Source: an optimization exercise on an open RTL-to-GDS flow (aim: small area, a short achievable clock period and few clock cycles per item). Production flows keep margins and buffers that such runs may drop.
The RTL was checked by simulation tests, not by an equivalence proof against the original design.

$ cat flow/config.mk
export PLATFORM = sky130hd
export DESIGN_NAME = card_step
export DESIGN_NICKNAME = card_step
export VERILOG_FILES = /design/flow/design.v
export SDC_FILE = /design/flow/constraint.sdc
export NUM_CORES = 4
export LEC_CHECK = 0
export ABC_AREA = 1
export CAP_MARGIN = 20
export CORE_MARGIN = 2
export CORE_UTILIZATION = 65
export SLEW_MARGIN = 20
$ cat flow/constraint.sdc
create_clock -name core_clock -period 40.0 [get_ports {clk}]
set_input_delay 8.0000 -clock core_clock [delete_from_list [all_inputs] [get_ports {clk}]]
set_output_delay 8.0000 -clock core_clock [all_outputs]
set_load 0.01 [all_outputs]
$ cat flow/design.v
module card_step (
    input  wire         clk,
    input  wire         rst,           
    input  wire         start,
    output wire         ready,
    output reg          done,
    input  wire [23:0]  active,
    input  wire [383:0] iavg,          
    input  wire [3:0]   shift,
    input  wire [7:0]   lim,
    input  wire [23:0]  clr,           
    output wire [215:0] trim,          
    output reg  [23:0]  at_lim
);
    localparam integer K  = 8;                   
    localparam integer G  = 24 / K;              
    reg st_idle, st_p1, st_d1a, st_d1b, st_p2, st_d2, st_p3;
    reg [4:0] g;                       
    reg signed [8:0]  tr [0:23];
    reg signed [15:0] ir [0:K-1];      
    reg [K-1:0]       ar;              
    reg [3:0]         sh_r;
    reg [7:0]         lim_r;
    reg signed [20:0] acc;             
    reg signed [13:0] tacc;            
    reg [3:0]         t0lo;            
    reg [9:0]         vacc;            
    reg [9:0]         q0m9;            
    reg [4:0]         n_r;
    reg [4:0]         drema, dremb;    
    reg [7:0]         qhi;             
    reg [5:0]         qhit;            
    reg               u_x1, u_x2, u_t1, u_t2, u_v;
    reg signed [15:0] m_r;
    reg signed [9:0]  mean_r;
    assign ready = st_idle;
    genvar gc;
    generate
        for (gc = 0; gc < 24; gc = gc + 1) begin : g_out
            assign trim[9*gc +: 9] = tr[gc];
        end
    endgenerate
    wire in_pass = st_p1 | st_p2 | st_p3;
    wire last_g  = (g == G - 1);
    wire [4:0] sel = ((st_p1 | st_p2) && !last_g) ? g + 5'd1 :
                     st_d2 ? 5'd1 :
                     (st_p3 && (g + 5'd2 < G)) ? g + 5'd2 : 5'd0;
    reg signed [15:0] imux [0:K-1];
    reg [K-1:0]       amux;
    integer jm, xm;
    always @(*) begin
        for (jm = 0; jm < K; jm = jm + 1) begin
            imux[jm] = 16'sd0;
            amux[jm] = 1'b0;
            for (xm = 0; xm < G; xm = xm + 1)
                if (sel == xm) begin
                    imux[jm] = $signed(iavg[16*(jm*G + xm) +: 16]);
                    amux[jm] = active[jm*G + xm];
                end
        end
    end
    reg signed [4:0]  dl   [0:K-1];    
    reg signed [8:0]  nv   [0:K-1];    
    reg [K-1:0]       lflag;           
    reg signed [4:0]  dreg [0:K-1];    
    wire [11:0]       limn = ~{4'd0, lim_r};              
    wire [11:0]       limm = {4'd0, lim_r} - 12'd1;       
    reg [K-1:0]       areg;            
    integer jj, kl;
    reg [18:0]        e;
    reg signed [16:0] u;
    reg [19:0]        uu;
    reg [10:0]        y3;
    reg [6:0]         y2;
    reg [4:0]         y1;
    reg [3:0]         w;
    reg [10:0]        ya, yb, xa, xb, y, x;
    reg               cy, cx, ch, cl;
    integer           kb;
    always @(*) begin
        for (jj = 0; jj < K; jj = jj + 1) begin
            u  = m_r - ir[jj];
            uu = {{3{u[16]}}, u};
            y3 = sh_r[3] ? uu[18:8] : uu[10:0];
            y2 = sh_r[2] ? y3[10:4] : y3[6:0];
            y1 = sh_r[1] ? y2[6:2]  : y2[4:0];
            w  = sh_r[0] ? y1[4:1]  : y1[3:0];
            e[18] = 1'b1;
            e[17] = 1'b1;
            e[16] = 1'b1;
            for (kl = 15; kl >= 0; kl = kl - 1)
                e[kl] = e[kl+1] & (u[kl] == u[16]);
            if (e[sh_r + 5'd3])
                dl[jj] = {w[3], w};
            else
                dl[jj] = u[16] ? -5'sd8 : 5'sd8;
            ya = {{2{tr[jj*G][8]}}, tr[jj*G]};
            yb = {{6{dreg[jj][4]}}, dreg[jj]};
            cy = 1'b0;
            for (kb = 0; kb < 11; kb = kb + 1) begin
                y[kb] = ya[kb] ^ yb[kb] ^ cy;
                cy    = (ya[kb] & yb[kb]) | (cy & (ya[kb] ^ yb[kb]));
            end
            xb = ~{mean_r[9], mean_r};
            cx = 1'b1;
            for (kb = 0; kb < 11; kb = kb + 1) begin
                x[kb] = y[kb] ^ xb[kb] ^ cx;
                cx    = (y[kb] & xb[kb]) | (cx & (y[kb] ^ xb[kb]));
            end
            ch = 1'b1;
            cl = 1'b0;
            for (kb = 0; kb < 11; kb = kb + 1) begin
                ch = (x[kb] & limn[kb]) | (ch & (x[kb] | limn[kb]));
                cl = (x[kb] & limm[kb]) | (cl & (x[kb] | limm[kb]));
            end
            if (!(x[10] ^ limn[11] ^ ch)) begin
                nv[jj]    = {1'b0, lim_r};
                lflag[jj] = 1'b1;
            end else if (x[10] ^ limm[11] ^ cl) begin
                nv[jj]    = -$signed({1'b0, lim_r});
                lflag[jj] = 1'b1;
            end else begin
                nv[jj]    = x[8:0];
                lflag[jj] = 1'b0;
            end
        end
    end
    reg signed [20:0] isum;
    reg signed [12:0] tsum;
    reg signed [8:0]  dsum;
    reg [4:0]         lcnt;
    integer jl;
    always @(*) begin
        isum = 21'sd0;
        tsum = 13'sd0;
        dsum = 9'sd0;
        lcnt = 5'd0;
        for (jl = 0; jl < K; jl = jl + 1) begin
            lcnt = lcnt + {4'd0, ar[jl]};
            isum = isum + (ar[jl] ? ir[jl] : 16'sd0);
            tsum = tsum + (ar[jl] ? tr[jl*G] : 9'sd0);
            dsum = dsum + (ar[jl] ? dl[jl] : 5'sd0);
        end
    end
    wire first = (g == 5'd0);
    wire signed [20:0] s_next = (first ? 21'sd0 : acc) + isum;
    wire [4:0]  n_next = (first ? 5'd0 : n_r) + lcnt;
    wire [4:0]  h_next = {1'b0, n_next[4:1]};
    wire [4:0]  o_next = s_next[20] ? n_next - 5'd1 - h_next : h_next;
    function automatic [6:0] rstep(input [4:0] rem, input [1:0] b, input [4:0] n1,
                                   input [5:0] n2, input [6:0] n3);
        reg [6:0] wv;
        reg [7:0] s1, s2, s3;
        begin
            wv = {rem, b};
            s1 = {1'b0, wv} - {3'b000, n1};
            s2 = {1'b0, wv} - {2'b00, n2};
            s3 = {1'b0, wv} - {1'b0, n3};
            if (!s3[7])
                rstep = {2'd3, s3[4:0]};
            else if (!s2[7])
                rstep = {2'd2, s2[4:0]};
            else if (!s1[7])
                rstep = {2'd1, s1[4:0]};
            else
                rstep = {2'd0, wv[4:0]};
        end
    endfunction
    wire [4:0] n_h  = {1'b0, n_r[4:1]};
    wire [5:0] n_2  = {n_r, 1'b0};
    wire [6:0] n_3  = {1'b0, n_2} + {2'b00, n_r};
    wire [4:0] rem0x = acc[20:16] + (acc[20] ? n_r : 5'd0);
    wire [4:0] rem0t = {tacc[13], tacc[13:10]} + (tacc[13] ? n_r : 5'd0);
    wire [9:0] v    = vacc;
    wire       ecor = tacc[13] & ~n_r[0];
    reg [4:0] rr [0:4];
    reg [1:0] qd [1:4];
    reg [7:0] bits;
    reg [6:0] sv;
    integer ks;
    always @(*) begin
        rr[0] = ({5{u_x1}} & rem0x) | ({5{u_x2}} & drema) | ({5{u_t1}} & rem0t) |
                ({5{u_t2}} & dremb) | ({5{u_v}} & {2'b00, v[8:6]});
        bits  = ({8{u_x1}} & acc[15:8]) | ({8{u_x2}} & acc[7:0]) |
                ({8{u_t1}} & {tacc[9:4], 2'b00}) | ({8{u_t2}} & {t0lo, 4'd0}) |
                ({8{u_v}} & {v[5:0], 2'b00});
        for (ks = 1; ks <= 4; ks = ks + 1) begin
            sv     = rstep(rr[ks-1], bits[9-2*ks -: 2], n_r, n_2, n_3);
            qd[ks] = sv[6:5];
            rr[ks] = sv[4:0];
        end
    end
    wire [9:0] q0     = {qhit, qd[1], qd[2]};
    wire       mdec   = ecor & (rr[3] == 5'd0);
    wire [9:0] mean_n = q0m9 + {4'd0, qd[1], qd[2], qd[3]} + {9'd0, ~mdec};
    always @(posedge clk) begin
        for (jl = 0; jl < K; jl = jl + 1) begin
            ir[jl] <= imux[jl];
            ar[jl] <= amux[jl];
        end
        if (st_idle) begin
            sh_r  <= shift;
            lim_r <= lim;
        end
        if (st_p1) begin
            acc  <= last_g ? s_next + $signed({16'd0, o_next}) : s_next;
            n_r  <= n_next;
        end
        if (st_p1)
            tacc <= (first ? 14'sd0 : tacc) + tsum;
        if (st_p2) begin
            tacc <= tacc + dsum;
            vacc <= (first ? {2'b00, n_r, 3'b000} + {5'd0, n_h} : vacc)
                    + {{1{dsum[8]}}, dsum} + (u_t2 ? {5'd0, rr[2]} : 10'd0);
        end
        if (u_t1)
            t0lo <= tacc[3:0];
        for (jl = 0; jl < K; jl = jl + 1) begin
            dreg[jl] <= dl[jl];
            areg[jl] <= ar[jl];
        end
        if (u_x1) begin
            drema <= rr[4];
            qhi   <= {qd[1], qd[2], qd[3], qd[4]};
        end
        if (u_t1) begin
            dremb <= rr[3];
            qhit  <= {qd[1], qd[2], qd[3]};
        end
        if (u_t2)
            q0m9 <= q0 - 10'd9;
        if (u_x2)
            m_r <= {qhi, qd[1], qd[2], qd[3], qd[4]};
        if (u_v)
            mean_r <= mean_n;
        u_x1 <= ~rst & st_p1 & last_g;
        u_x2 <= ~rst & u_x1;
        u_t1 <= ~rst & st_d1b;
        u_t2 <= ~rst & u_t1;
        u_v  <= ~rst & st_p2 & last_g;
        if (rst) begin
            st_idle <= 1'b1;
            st_p1   <= 1'b0;
            st_d1a  <= 1'b0;
            st_d1b  <= 1'b0;
            st_p2   <= 1'b0;
            st_d2   <= 1'b0;
            st_p3   <= 1'b0;
            done    <= 1'b0;
            g       <= 5'd0;
        end else begin
            done <= 1'b0;
            g    <= (in_pass && !last_g) ? g + 5'd1 : 5'd0;
            if (st_idle) begin
                if (start) begin
                    st_idle <= 1'b0;
                    st_p1   <= 1'b1;
                end
            end
            if (st_p1 && last_g) begin
                st_p1  <= 1'b0;
                st_d1a <= 1'b1;
            end
            if (st_d1a) begin
                st_d1a <= 1'b0;
                if (n_r < 5'd2) begin
                    done    <= 1'b1;
                    st_idle <= 1'b1;
                end else
                    st_d1b <= 1'b1;
            end
            if (st_d1b) begin
                st_d1b <= 1'b0;
                st_p2  <= 1'b1;
            end
            if (st_p2 && last_g) begin
                st_p2 <= 1'b0;
                st_d2 <= 1'b1;
            end
            if (st_d2) begin
                st_d2 <= 1'b0;
                st_p3 <= 1'b1;
            end
            if (st_p3 && last_g) begin
                st_p3   <= 1'b0;
                st_idle <= 1'b1;
                done    <= 1'b1;
            end
        end
    end
    wire [23:0] kill    = {24{rst}} | ({24{st_idle & ~start}} & clr);
    wire        al_kill = rst | (st_d1a & (n_r < 5'd2));
    integer kt;
    always @(posedge clk) begin
        for (kt = 0; kt < 24; kt = kt + 1)
            if (kill[kt])
                tr[kt] <= 9'sd0;
            else if (in_pass) begin
                if (kt % G != G - 1)
                    tr[kt] <= tr[kt + 1];
                else
                    tr[kt] <= (st_p3 && areg[kt / G]) ? nv[kt / G] : tr[kt - (G - 1)];
            end
        if (al_kill)
            at_lim <= 24'd0;
        else if (st_p3)
            for (kt = 0; kt < 24; kt = kt + 1)
                if (kt % G != G - 1)
                    at_lim[kt] <= at_lim[kt + 1];
                else
                    at_lim[kt] <= areg[kt / G] & lflag[kt / G];
    end
endmodule
$ cat flow/flow/run.sh
#!/bin/bash
# Layout: the standard flow (standard.sh: unchanged synthesis, floorplan,
# power grid, placement, CTS and routing, at the design's clock and SDC) with
# two changes to how the layout is made:
#  - every input and output port is buffered with sky130_fd_sc_hd__buf_1
#    instead of the default port buffer cell;
#  - ORFS's repair_timing steps aim for 30.6 ns of setup slack (a 9.4 ns
#    critical path) instead of 0 ns, so they size up and buffer the few paths
#    longer than that. The clock network is left as CTS builds it.
# make's full output goes to standard_flow.log; each ORFS step keeps its own
# log under orfs/logs/.
set -euo pipefail
bash standard.sh "BUFFER_PORTS_ARGS=-buffer_cell sky130_fd_sc_hd__buf_1" \
    SETUP_SLACK_MARGIN=30.6 finish > standard_flow.log 2>&1
$ cat flow/standard.sh
#!/bin/bash
# synth_recipe.tcl (not shown) runs the flow's synth.tcl, then flattens the netlist and writes it again
# the make line also repeats each setting of config.mk as NAME=value (left out here)
make -C /OpenROAD-flow-scripts/flow DESIGN_CONFIG=/design/flow/config.mk WORK_HOME=/design/flow/orfs CLKGATE_MAP_FILE= SYNTH_SCRIPT=/design/flow/synth_recipe.tcl "${@:-finish}"
==> results of run 1 <==
==> kinds of logic after synthesis <==
| logic type | count (synthesis) | share of synthesized area |
|---|---|---|
| and+or+nand+nor | 2811 | 0.223 |
| buffers and inverters | 1491 | 0.107 |
| AOI/OAI and AO/OA | 1352 | 0.148 |
| adders and majority gates | 769 | 0.242 |
| DFF | 567 | 0.238 |
| xor gates and xnor gates | 241 | 0.0399 |
| muxes | 9 | 0.00173 |
==> worst paths after layout <==
path                            cells after the start                  to  slack (ns)                   start
worst max register to register                     49  tacc[13]$_DFFE_PP_       30.84        m_r[0]$_DFFE_PP_
worst min-delay path                                0    m_r[8]$_DFFE_PP_        0.41        qhi[0]$_DFFE_PP_
worst max-delay path                                1           trim[141]       30.62  tr[15][6]$_SDFFE_PP0P_
worst min register to register                      0    m_r[8]$_DFFE_PP_        0.41        qhi[0]$_DFFE_PP_
==> metrics by stage <==
stage / area, sq um / util
2_1_floorplan: 52900 / -
3_3_place_gp: 56300 / 0.699
3_5_place_dp: 56300 / 0.699
4_1_cts: 58800 / 0.730
5_1_grt: 59400 / 0.737
6_report: 59400 / 0.737
==> flip-flops by register name, summed over array words and instances, names as in the netlist, 4 cells and up <==
signal	count
dreg	40
at_lim	24
q0m9	10
tacc	14
n_r	5
qhit	6
ar	8
acc	21
ir	128
qhi	8
dremb	5
m_r	16
g	5
areg	8
sh_r	4
lim_r	8
t0lo	4
mean_r	10
vacc	9
tr	216
drema	5
==> final cells by class <==
class | instances | area (sq um)
Tap cell | 1060 | 1330
Antenna cell | 2 | 5.00
Fill cell | 6447 | 21100
Timing Repair Buffer | 801 | 3480
Clock buffer | 85 | 1830
Clock inverter | 38 | 495
Sequential cell | 567 | 12600
Inverter | 1209 | 4560
Multi-Input combinational cell | 5183 | 35100
==> worst register-to-register path, delay by kind of cell, from the launching register on <==
kind	cells	cell delay, ns
compound gates	11	1.59
xor+xnor	2	0.49
fa+ha+maj	9	3.33
buf+inv	9	0.99
flops	1	0.42
simple gates	18	2.09
==> what timing repair did <==
item                       4_1_cts  5_1_grt
buffers inserted                 9       39
pin swaps                        4       15
resized for setup               23       77
setup endpoints to repair       28       36
cloned                           0        1
==> cell usage in the layout, fill, tap and decap left out, drive strengths merged, types with 4 or more instances in the layout <==
cell type / count
bufinv: 7
xnor2: 62
a22oi: 9
inv: 1206
a211oi: 69
edfxtp: 125
o2111ai: 10
nand4: 24
buf: 801
o21ai: 473
o21bai: 46
a22o: 9
nor2: 325
a31oi: 35
clkbuf: 85
clkinvlp: 4
a21o: 6
xor2: 179
or2: 26
nor4: 4
o211ai: 119
clkinv: 30
a221oi: 5
fa: 426
o311ai: 4
mux2i: 8
o21a: 20
ha: 343
o31ai: 5
dfxtp: 442
nand3b: 6
and2: 7
nand2: 1720
nor3: 37
o221ai: 40
a21oi: 473
o22ai: 22
a21boi: 4
nand3: 652
==> per-layer routing <==
metal	global-route usage	wire length, um	vias to the layer above	share of wire
li1	-	-	24600	-
met5	0	11	-	0.000056
met1	0.564	70300	25000	0.36
met2	0.706	85600	3589	0.43
met4	0.355	18500	2	0.094
met3	0.0943	22600	901	0.11
==> notes.md, run 1 <==
* EDFF count, synth at 125
* Starting DRT DRC Count at around 6.5k
* Longest Clk Path Bufs at 3
* Max Clk Rate at roughly 110 MHz
* Relative slew slack at 0.108
* Tmin final at around 9.4 ns
* Post-Layout Cell Count at around 9k
* Top Family by Delay on Critical Path: flip-flops
* Pin count of the biggest net entering global routing at 210
* Critical path type: flop to primary output
* CP Cell Sequence: buf_1
* Fin crit share at 0.235
* Synth top cells by count: nand2_1 (1,702), inv_1 (1,183), nand3_1 (642)
* IO buf count at 688
* Synth-to-Final Area Change at 12.2%
* CTS tree: built
* Peak fanout along the critical path at 5
* Clk latency of the worst-skew pair at roughly 0.65 ns
* Final WL at 197 mm
* CTS Hold Bufs at 0
* Setup WS pre-CTS at ~29 ns
* Cell variety after synth at 70
* Initial Utilization at 0.657
* Fin worst setup slack at roughly 31 ns
* Max_cap viols at 0
* TritonRoute pass-1 iters at 9
* Buf/Inv on CP at 1
* CP required at 32.00 ns
* GPL Wtd Cong at about 1.0
* Setup TNS at 0 ns
* Slew @ Worst Pin at around 1.3 ns
* Synth top area cells: dfxtp_1 (17%), fa_1 (16%), nand2_1 (12%), inv_1 (8.4%), ha_1 (8.1%)
* Worst setup EP type: primary output
* Outcome: timing/DRC/antenna clean
* Clock skew at roughly 0.035 ns
* Cell Area, Synth at ~53,000 sq um
* Post-synth top area share at 0.167
* RSZ-0062 raised after global routing: false
* Fin. Hold Viols at 0
* Die Span Y at around 290 um
* Synthesized area per cell at around 7.3 sq um
* HPWL Detailed at about 150 mm
* Post-Syn Nets at between 8k and 9k
* Register area share after synthesis at 0.238
* Core area at around 81,000 sq um
* Clock Tree Root: clkbuf_16
* Most common cell in the synthesized netlist: nand2_1
* Critical Path Start Type: flop
* Placed Cells at roughly 8.8k
* Final ANT Viol Nets at 0
* Fin nets at ~9.0k
* Worst EP arrival at between 1 and 1.5 ns
* First-pass GRT wire length at roughly 290 mm
* Clock Sinks at 567
* Layout cells sized above 1 at 0.0496
* Ports at 689
* # DRC at 0
* Cell taking the most area after synthesis: dfxtp_1
* Seq cells post-synth at roughly 570
* Reg clk slew, reported paths at 0.07 ns
* CP max stage cell: dfxtp_1
* Die X at ~290 um
* Vias per cell at 6.04
* CTS buffer count at 67
* Initial antenna violation count at 3
* H-tree depth at 3
* Grt ovf at 0
* Die area at ~84,000 sq um
* Avg WL per Cell at between 20 and 25 um
* Number of global-route vias before repair at approximately 50k
* Largest stage delay, worst path at between 0.5 and 0.6 ns
* Hold WC Path Type: flop to flop
* Ys flop type: dfxtp_1
* Row cnt at 104
* Hold_ws at between 0.4 and 0.5 ns
* Asr flop ratio synth at 0
* Via count at ~54k
* Final setup viols at 0
* Slew Limit Fails at 0
* Ys Warns at 9
* GRT Overall Usage at 0.458
* Mapped Cells at between 7k and 8k
Testbench counts, summed over its fixed seeds: cycles 31,144, items 2,400.
==> run 2, diff against run 1 <==
--- a/flow/design.v
+++ b/flow/design.v
@@ -13,5 +13,5 @@
     output reg  [23:0]  at_lim
 );
-    localparam integer K  = 8;                   
+    localparam integer K  = 12;                  
     localparam integer G  = 24 / K;              
     reg st_idle, st_p1, st_d1a, st_d1b, st_p2, st_d2, st_p3;
==> notes.md, run 2 <==
* EDFF count, synth at 125 (unchanged)
* Max_cap viols at 0 (unchanged)
* Starting DRT DRC Count at 8,697 (was 6,462)
* RSZ-0062 raised after global routing: true (was false)
* Relative slew slack at 0.123 (was 0.108)
* Final WL at 264 mm (was 197 mm)
* Post-Layout Cell Count at 11.2k (was 8,945)
* Fin crit share at 0.238 (was 0.235)
* Cell variety after synth at 67 (was 70)
* Worst R2R Setup Slack at 30.48 ns (was 30.84 ns)
* Peak fanout along the critical path at 10 (was 5)
* CP required at 40.43 ns (was 32.00 ns)
* Max Clk Rate at 105 MHz (was 107 MHz)
* CTS Hold Bufs at 0 (unchanged)
* Synth top area cells: fa_1 (19%), dfxtp_1 (16%), nand2_1 (11%), inv_1 (8.9%), ha_1 (8.0%) (was dfxtp_1 (17%), fa_1 (16%), nand2_1 (12%), inv_1 (8.4%), ha_1 (8.1%))
* IO buf count at 688 (unchanged)
* Vias per cell at 6.14 (was 6.04)
* Core area at 103,000 sq um (was 80,500 sq um)
* Row cnt at 118 (was 104)
* CTS tree: built (unchanged)
* Cell mode on critical path: nand2_1
* Fin. Hold Viols at 0 (unchanged)
* Slew Limit Fails at 0 (unchanged)
* Final ANT Viol Nets at 0 (unchanged)
* Cell Area, Synth at 67,600 sq um (was 52,900 sq um)
* Synthesized area per cell at 7.33 sq um (was 7.31 sq um)
* Ys Warns at 9 (unchanged)
* Asr flop ratio synth at 0 (unchanged)
* Worst setup EP type: flop (was primary output)
* GPL Wtd Cong at 1.07 (was 1.04)
* HPWL Detailed at 201 mm (was 153 mm)
* Die area at 107,000 sq um (was 83,800 sq um)
* Cell taking the most area after synthesis: fa_1 (was dfxtp_1)
* Critical Path Sink: tacc[13]$_DFFE_PP_ (was trim[141])
* Synth top cells by count: nand2_1 (2,063), inv_1 (1,608), nand3_1 (694) (was nand2_1 (1,702), inv_1 (1,183), nand3_1 (642))
* # DRC at 0 (unchanged)
* Max FFs per register at 216 (unchanged)
* Final Core Density at 0.729 (was 0.737)
* Avg WL per Cell at 23.5 um (was 22.0 um)
* Crit path launch: m_r[0]$_DFFE_PP_ (was tr[15][6]$_SDFFE_PP0P_)
* Post-synth top area share at 0.186 (was 0.167)
* Outcome: timing/DRC/antenna clean (unchanged)
* Worst reg2reg path depth at 52 (was 49)
* Worst reg2reg endpoint: tacc[13]$_DFFE_PP_ (unchanged)
* Most common cell after layout, fill and taps aside: nand2_1 (unchanged)
* Largest stage delay, worst path at 0.54 ns (about the same)
* Longest Clk Path Bufs at 3 (unchanged)
* Most frequent cells in the layout: nand2_1 (2,039), inv_1 (1,598), nand3_1 (690) (was nand2_1 (1,694), inv_1 (1,176), buf_1 (686))
* TritonRoute pass-1 iters at 20 (was 9)
* Placed inst area at 71,200 sq um (was 56,300 sq um)
* H-tree depth at 3 (unchanged)
* CTS buffer count at 75 (was 67)
* Die X at 327 um (was 289 um)
* Grt ovf at 0 (unchanged)
* Placed Cells at 11.0k (was 8,771)
* Worst EP arrival at 9.95 ns (was 1.38 ns)
* Ys flop type: dfxtp_1 (unchanged)
* GRT Overall Usage at 0.478 (was 0.458)
* Largest Register: tr (unchanged)
* Clock Tree Root: clkbuf_16 (unchanged)
* Seq cells post-synth at 659 (was 567)
* Critical path type: flop to flop (was flop to primary output)
* Setup TNS at 0 ns (unchanged)
* Layout cells sized above 1 at 0.0622 (was 0.0496)
* Critical Path Start Type: flop (unchanged)
* Via count at 68.9k (was 54.0k)
* RR Startpoint: m_r[0]$_DFFE_PP_ (unchanged)
* Most common cell in the synthesized netlist: nand2_1 (unchanged)
* Number of global-route vias before repair at 64.5k (was 50.2k)
* Ports at 689 (unchanged)
* Post-Syn Nets at 10.7k (was 8,456)
* Slew @ Worst Pin at 1.31 ns (was 1.32 ns)
* Tmin final at 9.52 ns (was 9.38 ns)
* Pin count of the biggest net entering global routing at 195 (was 210)
* Initial Utilization at 0.654 (was 0.657)
* Register area share after synthesis at 0.214 (was 0.238)
* Die Span Y at 327 um (was 289 um)
* Post-route design area at 75,300 sq um (was 59,400 sq um)
* Final setup viols at 0 (unchanged)
* Hold WC Path Type: flop to flop (unchanged)
* Clock skew at 0.0419 ns (was 0.0353 ns)
* Clk latency of the worst-skew pair at 0.70 ns (was 0.65 ns)
* Reg clk slew, reported paths at 0.07 ns (about the same)
* Synth-to-Final Area Change at 11.5% (was 12.2%)
* Clock Sinks at 659 (was 567)
* CP max stage cell: fa_1 (was dfxtp_1)
* First-pass GRT wire length at 385 mm (was 291 mm)
* Fin nets at 11.3k (was 9,045)
* Initial antenna violation count at 8 (was 3)
* Mapped Cells at 9,228 (was 7,240)
* Largest regs: tr (216), ir (192), dreg (60) (was tr (216), ir (128), dreg (40))
run 2: cell types whose count changed after synthesis, sizes merged, moves of 42 or more:
cell | before | now
nand3 | 652 | 703
o211ai | 119 | 233
xor2 | 179 | 221
nor2 | 325 | 437
o21ai | 473 | 629
inv | 1197 | 1626
a21oi | 473 | 558
dfxtp | 442 | 534
nand2 | 1720 | 2089
fa | 426 | 628
clkbuf | 224 | 294
ha | 343 | 432
run 2: worst min-delay path by stage:
stage	depth (start not counted)	from	endpoint	slack [ns]
6_report	0	qhi[7]$_DFFE_PP_	m_r[15]$_DFFE_PP_	0.43
5_1_grt	0	qhi[3]$_DFFE_PP_	m_r[11]$_DFFE_PP_	0.43
4_1_cts	0	qhi[5]$_DFFE_PP_	m_r[13]$_DFFE_PP_	0.42
3_5_place_dp	0	qhi[5]$_DFFE_PP_	m_r[13]$_DFFE_PP_	0.41
3_3_place_gp	0	qhi[5]$_DFFE_PP_	m_r[13]$_DFFE_PP_	0.40
2_1_floorplan	0	ar[2]$_DFF_P_	areg[2]$_DFF_P_	0.33
run 2: routing by layer:
layer  wire (um)  up-vias  share of wire  GRT usage
li1            -    30800              -          -
met1       91900    31700           0.35      0.595
met4       27400        6           0.10      0.380
met5          47        -        0.00018          0
met2      110000     5085           0.42      0.708
met3       35100     1339           0.13      0.122
run 2: through the flow:
step	worst slack, ns	hold slack, ns
floorplan	30.68	0.329
global placement	29.79	0.403
detailed placement	29.57	0.406
CTS	30.44	0.422
global route	30.10	0.434
finish	30.48	0.427
run 2: kinds of logic after synthesis:
logic type                 synth area share
and+or+nand+nor                       0.210
buffers and inverters                 0.114
AOI/OAI and AO/OA                     0.156
adders and majority gates             0.266
DFF                                   0.214
xor gates and xnor gates             0.0396
muxes                               0.00133
run 2: worst max-delay path, delay by kind of cell, from the launching register on:
kind	cells	cell delay, ns
adder cells (fa/ha/maj)	9	3.46
AO/OA/AOI/OAI	15	2.45
AND/OR/NAND/NOR	13	1.29
buffers and inverters	11	0.95
XOR/XNOR	3	0.50
flip-flops	1	0.43
multiplexers	1	0.19
run 2: repair_timing:
item | CTS | global route
pin swaps | 13 | 42
buffers inserted | 33 | 37
endpoints found under the hold margin | 0 | 0
setup endpoints to repair | 51 | 52
gates resized for setup | 73 | 206
cloned | 1 | 5
run 2: cell type report:
cell class / instances / area, sq um
Timing Repair Buffer: 855 / 4110
Multi-Input combinational cell: 6551 / 46200
Tap cell: 1380 / 1730
Fill cell: 8225 / 28000
Inverter: 1635 / 6180
Antenna cell: 2 / 5.00
Clock inverter: 42 / 553
Sequential cell: 659 / 14500
Clock buffer: 96 / 2090
Testbench counts of run 2, summed over its fixed seeds: cycles 23,958, items 2,400.
==> run 3, diff against run 2 <==
--- a/flow/config.mk
+++ b/flow/config.mk
@@ -9,4 +9,4 @@
 export CAP_MARGIN = 20
 export CORE_MARGIN = 2
-export CORE_UTILIZATION = 65
+export CORE_UTILIZATION = 55
 export SLEW_MARGIN = 20
==> notes.md, run 3 <==
* Outcome: timing/DRC/antenna clean (unchanged)
* IO buf count at 688 (unchanged)
* Cell variety after synth at 67 (unchanged)
* Clock Tree Root: clkbuf_16 (unchanged)
* Pin count of the biggest net entering global routing at 259 (was 195)
* CTS buffer count at 77 (was 75)
* Post-route design area at 76,400 sq um (was 75,300 sq um)
* Clock Sinks at 659 (unchanged)
* Slew Limit Fails at 0 (unchanged)
* CP required at 32.00 ns (was 40.43 ns)
* Top Family by Delay on Critical Path: flip-flops (was adder cells)
* Max FFs per register at 216 (unchanged)
* Initial antenna violation count at 10 (was 8)
* Clk latency of the worst-skew pair at 0.73 ns (was 0.70 ns)
* Met1 Resource Use GR at 0.530 (was 0.595)
* HPWL Detailed at 211 mm (was 201 mm)
* Seq cells post-synth at 659 (unchanged)
* Clock skew at 0.0730 ns (was 0.0419 ns)
* Most frequent cells in the layout: nand2_1 (2,013), inv_1 (1,582), nand3_1 (681) (was nand2_1 (2,039), inv_1 (1,598), nand3_1 (690))
* Mapped Cells at 9,228 (unchanged)
* Worst EP arrival at 1.41 ns (was 9.95 ns)
* Synth-to-Final Area Change at 13.0% (was 11.5%)
* Most common cell in the synthesized netlist: nand2_1 (unchanged)
* Cell taking the most area after synthesis: fa_1 (unchanged)
* Ys Warns at 9 (unchanged)
* Hold WC Path Type: flop to flop (unchanged)
* Most common cell after layout, fill and taps aside: nand2_1 (unchanged)
* Initial Utilization at 0.555 (was 0.654)
* Final ANT Viol Nets at 0 (unchanged)
* H-tree depth at 3 (unchanged)
* Die area at 126,000 sq um (was 107,000 sq um)
* GR Util met3 at 0.0870 (was 0.122)
* GRT Overall Usage at 0.420 (was 0.478)
* Register area share after synthesis at 0.214 (unchanged)
* Die Span Y at 355 um (was 327 um)
* Slew @ Worst Pin at 1.18 ns (was 1.31 ns)
* Via count at 67.4k (was 68.9k)
* Core area at 122,000 sq um (was 103,000 sq um)
* Starting DRT DRC Count at 7,748 (was 8,697)
* Max Clk Rate at 106 MHz (was 105 MHz)
* CP Cell Sequence: buf_2
* Fin. Hold Viols at 0 (unchanged)
* TritonRoute pass-1 iters at 9 (was 20)
* First-pass GRT wire length at 395 mm (was 385 mm)
* Critical Path Start Type: flop (unchanged)
* Ports at 689 (unchanged)
* Layout cells sized above 1 at 0.0756 (was 0.0622)
* CTS tree: built (unchanged)
* Avg WL per Cell at 23.7 um (was 23.5 um)
* # DRC at 0 (unchanged)
* Longest Clk Path Bufs at 3 (unchanged)
* Largest Register: tr (unchanged)
* Peak fanout along the critical path at 4 (was 10)
* CTS Hold Bufs at 0 (unchanged)
* Setup TNS at 0 ns (unchanged)
* EDFF count, synth at 125 (unchanged)
* Met2 Use GR at 0.644 (was 0.708)
* Vias per cell at 5.86 (was 6.14)
* GPL Wtd Cong at 1.09 (was 1.07)
* Final WL at 273 mm (was 264 mm)
* RSZ-0062 raised after global routing: true (unchanged)
* Cell Area, Synth at 67,600 sq um (unchanged)
* CP max stage cell: dfxtp_1 (was fa_1)
* Row cnt at 128 (was 118)
* Worst setup EP type: primary output (was flop)
* Ys flop type: dfxtp_1 (unchanged)
* Synth top area cells: fa_1 (19%), dfxtp_1 (16%), nand2_1 (11%), inv_1 (8.9%), ha_1 (8.0%) (unchanged)
* Largest regs: tr (216), ir (192), dreg (60) (unchanged)
* Grt ovf at 0 (unchanged)
* Fin crit share at 0.235 (was 0.238)
* Tmin final at 9.41 ns (was 9.52 ns)
* Relative slew slack at 0.208 (was 0.123)
* Asr flop ratio synth at 0 (unchanged)
* Buf/Inv on CP at 1 (was 11)
* Largest stage delay, worst path at 0.47 ns (was 0.54 ns)
* Post-synth top area share at 0.186 (unchanged)
* Critical path type: flop to primary output (was flop to flop)
* Final setup viols at 0 (unchanged)
* Synth top cells by count: nand2_1 (2,063), inv_1 (1,608), nand3_1 (694) (unchanged)
* Placed inst area at 71,500 sq um (was 71,200 sq um)
* Final Core Density at 0.627 (was 0.729)
* GRT busiest layer: met2 (unchanged)
* Max_cap viols at 0 (unchanged)
* Post-Syn Nets at 10.7k (unchanged)
* Reg clk slew, reported paths at 0.06 ns (was 0.07 ns)
* Die X at 355 um (was 327 um)
* Synthesized area per cell at 7.33 sq um (unchanged)
* Fin nets at 11.3k (about the same)
* Number of global-route vias before repair at 62.9k (was 64.5k)
## run 3: changes by cell type in the layout (fill, tap and decap cells not counted), moves of 13 or more
cell / previous run / this run
nand2_2: 41 / 59
nand2_1: 2039 / 2013
inv_1: 1598 / 1582
o21ai_1: 52 / 70
o21ai_0: 556 / 535
buf_4: 139 / 164
inv_2: 21 / 34
## run 3: path summary, 6_finish.rpt
check / startpoint / to / slack [ns] / cells after the start
max: tr[8][5]$_SDFFE_PP0P_ / trim[77] / 30.59 / 1
min: qhi[7]$_DFFE_PP_ / m_r[15]$_DFFE_PP_ / 0.42 / 0
max reg2reg: m_r[0]$_DFFE_PP_ / tacc[13]$_DFFE_PP_ / 30.73 / 49
min reg2reg: qhi[7]$_DFFE_PP_ / m_r[15]$_DFFE_PP_ / 0.42 / 0
## run 3: kinds of logic (layout without fill, tap and decap cells)
| logic type | count (synthesis) | in the layout | synth area share |
|---|---|---|---|
| compound gates | 1790 | 1792 | 0.156 |
| xor+xnor | 305 | 305 | 0.0396 |
| fa+ha+maj | 1060 | 1060 | 0.266 |
| buf+inv | 2020 | 2665 | 0.114 |
| flops | 659 | 659 | 0.214 |
| mux | 9 | 9 | 0.00133 |
| other cells | 0 | 4 | 0 |
| simple gates | 3385 | 3385 | 0.210 |
## run 3: metrics by stage
stage	worst slack, ns	hold slack (ns)	cells
final	30.59	0.420	11500
after global routing	30.25	0.427	11500
after detailed placement	29.48	0.408	11200
after CTS	30.52	0.422	11400
after global placement	29.61	0.401	11200
after floorplan	30.68	0.329	9228
## run 3: cell type report
| cell class | instances | area [sq um] |
|---|---|---|
| multi-input combinational | 6551 | 46600 |
| sequential | 659 | 14500 |
| inverter | 1635 | 6190 |
| tap | 1625 | 2030 |
| clock buffer | 105 | 2180 |
| clock inverter | 37 | 409 |
| timing repair buffer | 888 | 4510 |
| antenna | 4 | 10.0 |
| fill | 11200 | 45500 |
## run 3: layer usage
metal	share of wire	vias up
li1	-	30900
met1	0.37	31400
met2	0.43	4149
met3	0.11	962
met4	0.089	8
met5	0.00020	-
## run 3: what timing repair did
item | in CTS | in global routing
cloned | 0 | 10
resized for setup | 102 | 339
setup buffers | 36 | 63
pin swaps | 10 | 100
setup endpoints to repair | 67 | 38

==> what the ideal ports hide <==
The flow's constraints put no driver on any port. The routed layouts listed below were extracted and timed again, unchanged, in two steps.
Step 1, drivers: a clkbuf_16 drives clk and a buf_2 each remaining input, both assumed.
Step 2 times the ports against the registers' clock, not the clock port: input delays grow and output delays shrink by t, the midpoint of the rising clock arrivals with the driver on.
Three values: no drivers, after step 1, after step 2; two values: the first two.
run | shift t [ns] | setup slack, ns | worst slew at a driven data input, ns | pins driven straight from the clock port
run 1 | 0.713 | 30.616 / 30.538 / 30.321 | 0.26 | 1
run 2 | 0.768 | 30.485 / 30.479 / 29.920 | 0.11 | 1
run 3 | 0.780 | 30.589 / 30.499 / 30.041 | 0.13 | 1
After both steps every run listed still meets setup and hold. The setup slack of run 2, which loses most, moves by -0.006 ns with the drivers and by -0.565 ns with both steps.
